This design comes from an exercise in tuning for small area, a short achievable clock period and few clock cycles per item on the open sky130 flow, not from production work. At most, simulation tests tie the RTL to the original design; equivalence was not proved.

Setup of job 101:
==> flow/design.v (excerpt) <==
module skive_enc (
    input  wire        clk,
    input  wire        rst,           
    input  wire        in_valid,
    output reg         in_ready,
    input  wire [31:0] in_data,       
    input  wire [1:0]  in_fmt,        
    input  wire        in_last,       
    output reg         out_valid,
    input  wire        out_ready,
    output reg  [7:0]  out_mant,      
    output reg  [15:0] out_hdr,       
    output reg         out_last,      
    output reg         out_err        
);
For scale: about 3,900 cells after synthesis, ~1,700 flip-flops, roughly 67 I/O pins.
==> flow/config.mk <==
export PLATFORM = sky130hd
export DESIGN_NAME = skive_enc
export DESIGN_NICKNAME = skive_enc
export VERILOG_FILES = /design/flow/design.v
export SDC_FILE = /design/flow/constraint.sdc
export NUM_CORES = 4
export LEC_CHECK = 0
export ABC_AREA = 1
export CAP_MARGIN = 20
export CORE_MARGIN = 2
export CORE_UTILIZATION = 40
export CTS_BUF_LIST = sky130_fd_sc_hd__clkbuf_8
export CTS_CLUSTER_DIAMETER = 50
export CTS_CLUSTER_SIZE = 16
export SLEW_MARGIN = 20
==> flow/constraint.sdc <==
create_clock -name core_clock -period 110.0 [get_ports {clk}]
set_input_delay 22.0000 -clock core_clock [delete_from_list [all_inputs] [get_ports {clk}]]
set_output_delay 22.0000 -clock core_clock [all_outputs]
set_load 0.01 [all_outputs]
standard.sh (not shown) runs the stock make flow with config.mk's settings and CLKGATE_MAP_FILE= SYNTH_SCRIPT=/design/flow/synth_recipe.tcl, a recipe that flattens the netlist after the stock synthesis.
==> flow/flow/run.sh <==
#!/bin/bash
# The standard layout, with the port buffers made of sky130_fd_sc_hd__buf_2
# instead of the delay buffers buffer_ports picks by default. The full output
# of the flow goes to standard.log in the work folder; ORFS's own per-step logs
# are under orfs/logs/.
set -euo pipefail
bash standard.sh 'BUFFER_PORTS_ARGS=-buffer_cell sky130_fd_sc_hd__buf_2' finish > standard.log 2>&1
Modified inputs, job 102 compared to job 101
--- a/flow/design.v
+++ b/flow/design.v
@@ -149,27 +149,32 @@
         for (yi = 6; yi >= 0; yi = yi - 1) begin
             dr = {dr[10:0], x_v[yi]};
             dd = {1'b0, dr} - {2'b00, dsig};
             dq[yi] = !dd[12];
             if (!dd[12]) dr = dd[11:0];
         end
     end
-    wire [7:0]  y8   = {dq, is_b8 & dr[9]};
-    wire        yrz  = (dr[8:0] != 9'd0) || (!is_b8 && dr[11:9] != 3'd0);
+    wire [7:0]  y8   = is_b8 ? x_v[16:9] : {dq, 1'b0};
+    wire        yrz  = is_b8 ? (x_v[8:0] != 9'd0) : (dr != 12'd0);
     wire [2:0]  zsh  = 3'd6 - tt[2:0];            
     wire [7:0]  zf   = y8 >> zsh;
     wire        zlost = (y8 & ~(8'hFF << zsh)) != 8'd0;
     wire        zst  = zlost || yrz || x_t;
     wire [6:0]  m0   = zf[7:1];
-    wire        up   = zf[0] & (zst | m0[0]);
-    wire        zero = (x_c == 6'd0) || (tt <= -8'sd2);
-    wire        sat  = (x_c == 6'd63) || (tt >= 8'sd7) || (m0 > qlim) || (m0 == qlim && up);
-    wire [7:0]  mrs  = ({1'b0, m0} ^ {8{x_s}}) + {7'd0, x_s ^ up};
-    wire [7:0]  qls  = x_s ? (8'd0 - {1'b0, qlim}) : {1'b0, qlim};
-    wire [7:0]  mant = zero ? 8'd0 : sat ? qls : mrs;
+    wire [7:0]  mr   = {1'b0, m0} + {7'd0, zf[0] & (zst | m0[0])};
+    reg  [6:0]  mag;
+    always @* begin
+        if (x_c == 6'd0 || tt <= -8'sd2)
+            mag = 7'd0;
+        else if (x_c == 6'd63 || tt >= 8'sd7 || mr > {1'b0, qlim})
+            mag = qlim;
+        else
+            mag = mr[6:0];
+    end
+    wire [7:0]  mant = x_s ? (8'd0 - {1'b0, mag}) : {1'b0, mag};
     reg         pop;          
     wire [6:0]  cnt_up = cnt + 7'd1;
     wire [6:0]  cnt_dn = cnt - 7'd1;
     wire [6:0]  cnt_n  = (wr == rd) ? cnt : wr ? cnt_up : cnt_dn;
     wire [6:0]  wdel_d = (wdel == 7'd0) ? (RL[6:0] - 7'd1) : (wdel - 7'd1);
     wire [6:0]  rdel_d = (rdel == 7'd0) ? (RL[6:0] - 7'd1) : (rdel - 7'd1);
     wire [6:0]  wdel_n = (cnt == 7'd0) ? 7'd0 : (wr ? wdel : wdel_d);
[summary]
- Changes observed in job 102 relative to job 101: clock period minus final worst setup slack decreased by 0.65 ns relative to the old numbers, multi-input combinational cell count increased about 4%, cell count higher, global-route usage stayed essentially flat, synthesized cell count moved up.
- On minimum hold slack: between job 102 and job 101, it ends up higher for job 101.
- Compared to job 101, job 102 has sequential-to-total area share from yosys stat 0.21 points lower.
- Looking at sequential share of layout area, job 102 sits below job 101.
- On job 102: area share of xor/xnor cells in the synthesized design is 0.19 points lower than what job 101 gave.
Testbench counts of job 102, summed over its fixed seeds: cycles 170,928, items 3,200.
The RTL of job 101 was laid out without a check of its function.

* * *

Another version of the RTL of skive_enc (not shown whole).
Size in the first run: ~3,800 cells after synthesis, ~1,700 flip-flops, ~67 I/O pins, ~0.047 mm^2 of cells after synthesis.
==> flow/config.mk <==
export PLATFORM = sky130hd
export DESIGN_NAME = skive_enc
export DESIGN_NICKNAME = skive_enc
export VERILOG_FILES = /design/flow/design.v
export SDC_FILE = /design/flow/constraint.sdc
export NUM_CORES = 4
export LEC_CHECK = 0
export ABC_AREA = 1
export CAP_MARGIN = 20
export CORE_MARGIN = 2
export CORE_UTILIZATION = 40
export CTS_BUF_LIST = sky130_fd_sc_hd__clkbuf_8
export CTS_CLUSTER_DIAMETER = 50
export CTS_CLUSTER_SIZE = 16
export SLEW_MARGIN = 20
==> flow/constraint.sdc <==
create_clock -name core_clock -period 110.0 [get_ports {clk}]
set_input_delay 22.0000 -clock core_clock [delete_from_list [all_inputs] [get_ports {clk}]]
set_output_delay 22.0000 -clock core_clock [all_outputs]
set_load 0.01 [all_outputs]
==> flow/flow/run.sh <==
#!/bin/bash
# The standard layout, with the port buffers made of sky130_fd_sc_hd__buf_2
# instead of the delay buffers buffer_ports picks by default, and clock tree
# synthesis without dummy loads. The full output of the flow goes to
# standard.log in the work folder; ORFS's own per-step logs are under
# orfs/logs/.
set -euo pipefail
bash standard.sh 'BUFFER_PORTS_ARGS=-buffer_cell sky130_fd_sc_hd__buf_2' \
  'CTS_ARGS=-sink_clustering_enable -repair_clock_nets -sink_clustering_size 16 -sink_clustering_max_diameter 50 -buf_list sky130_fd_sc_hd__clkbuf_8 -dont_use_dummy_load' \
  finish > standard.log 2>&1
Testbench counts at the start, summed over its fixed seeds: cycles 170,928, items 3,200.
Then changed:
--- a/flow/design.v
+++ b/flow/design.v
@@ -186,17 +186,17 @@
         if (in_ready || wpok)
             ring[EW*RW +: EW] <= wdata;
     end
     always @(posedge clk) begin
         if (nw) begin
             hkey <= hkey_n;
             hnan <= hnan_n;
         end
-        if (in_ready || wpok) begin
+        if (wr) begin
             wfmt   <= wfmt_n;
             nfirst <= (wcnt == 6'd0);
             nlast  <= wend;
             nfmt   <= wfmt_n;
         end
         if (bfirst) begin
             cfmt  <= q0[2:1];
             cnan  <= q0[0];
Worst hold slack gains 0.034 ns.
Die area barely changes.
Area after synthesis barely changes.
Utilization went down by 0.14 points.
Clock skew went up by 0.015 ns.
Setup slack loses 0.20 ns.
Register-to-register slack gains 0.54 ns.
Fmax went down by 0.85%.
Cell area went down by 0.33%.
Synthesized cell count stays flat.
Clock-buffer cell count went down by 8.
Cell count hardly moves.
Only the layout flow was run in the second run of this note; the RTL was not checked for function there.

separate check: timing with driven ports:
The flow's constraints put no driver on any port. The routed layouts listed below were extracted and timed again, unchanged, in two steps.
Step 1 assumes that a clkbuf_16 drives the clock port and a buf_2 every other input.
Step 2 times the ports against the registers' clock, not the clock port: input delays grow and output delays shrink by t, the midpoint of the rising clock arrivals with the driver on.
Three values: ideal, step 1, step 2; two values: the first two.
run | t, ns | setup slack, ns | clock arrival spread, ns
job 101 | 0.855 | 85.955 / 85.998 / 85.143 | 0.058 / 0.059
job 102 | 0.896 | 86.610 / 86.546 / 86.033 | 0.056 / 0.056
the first run of note 2 | 0.835 | 86.683 / 86.618 / 86.067 | 0.111 / 0.111
the second run of note 2 | 0.859 | 86.483 / 86.533 / 85.674 | 0.123 / 0.122
After both steps setup and hold are still met in every run listed. For job 101, which loses most, drivers alone change the setup slack by +0.043 ns; drivers and shift together by -0.812 ns.
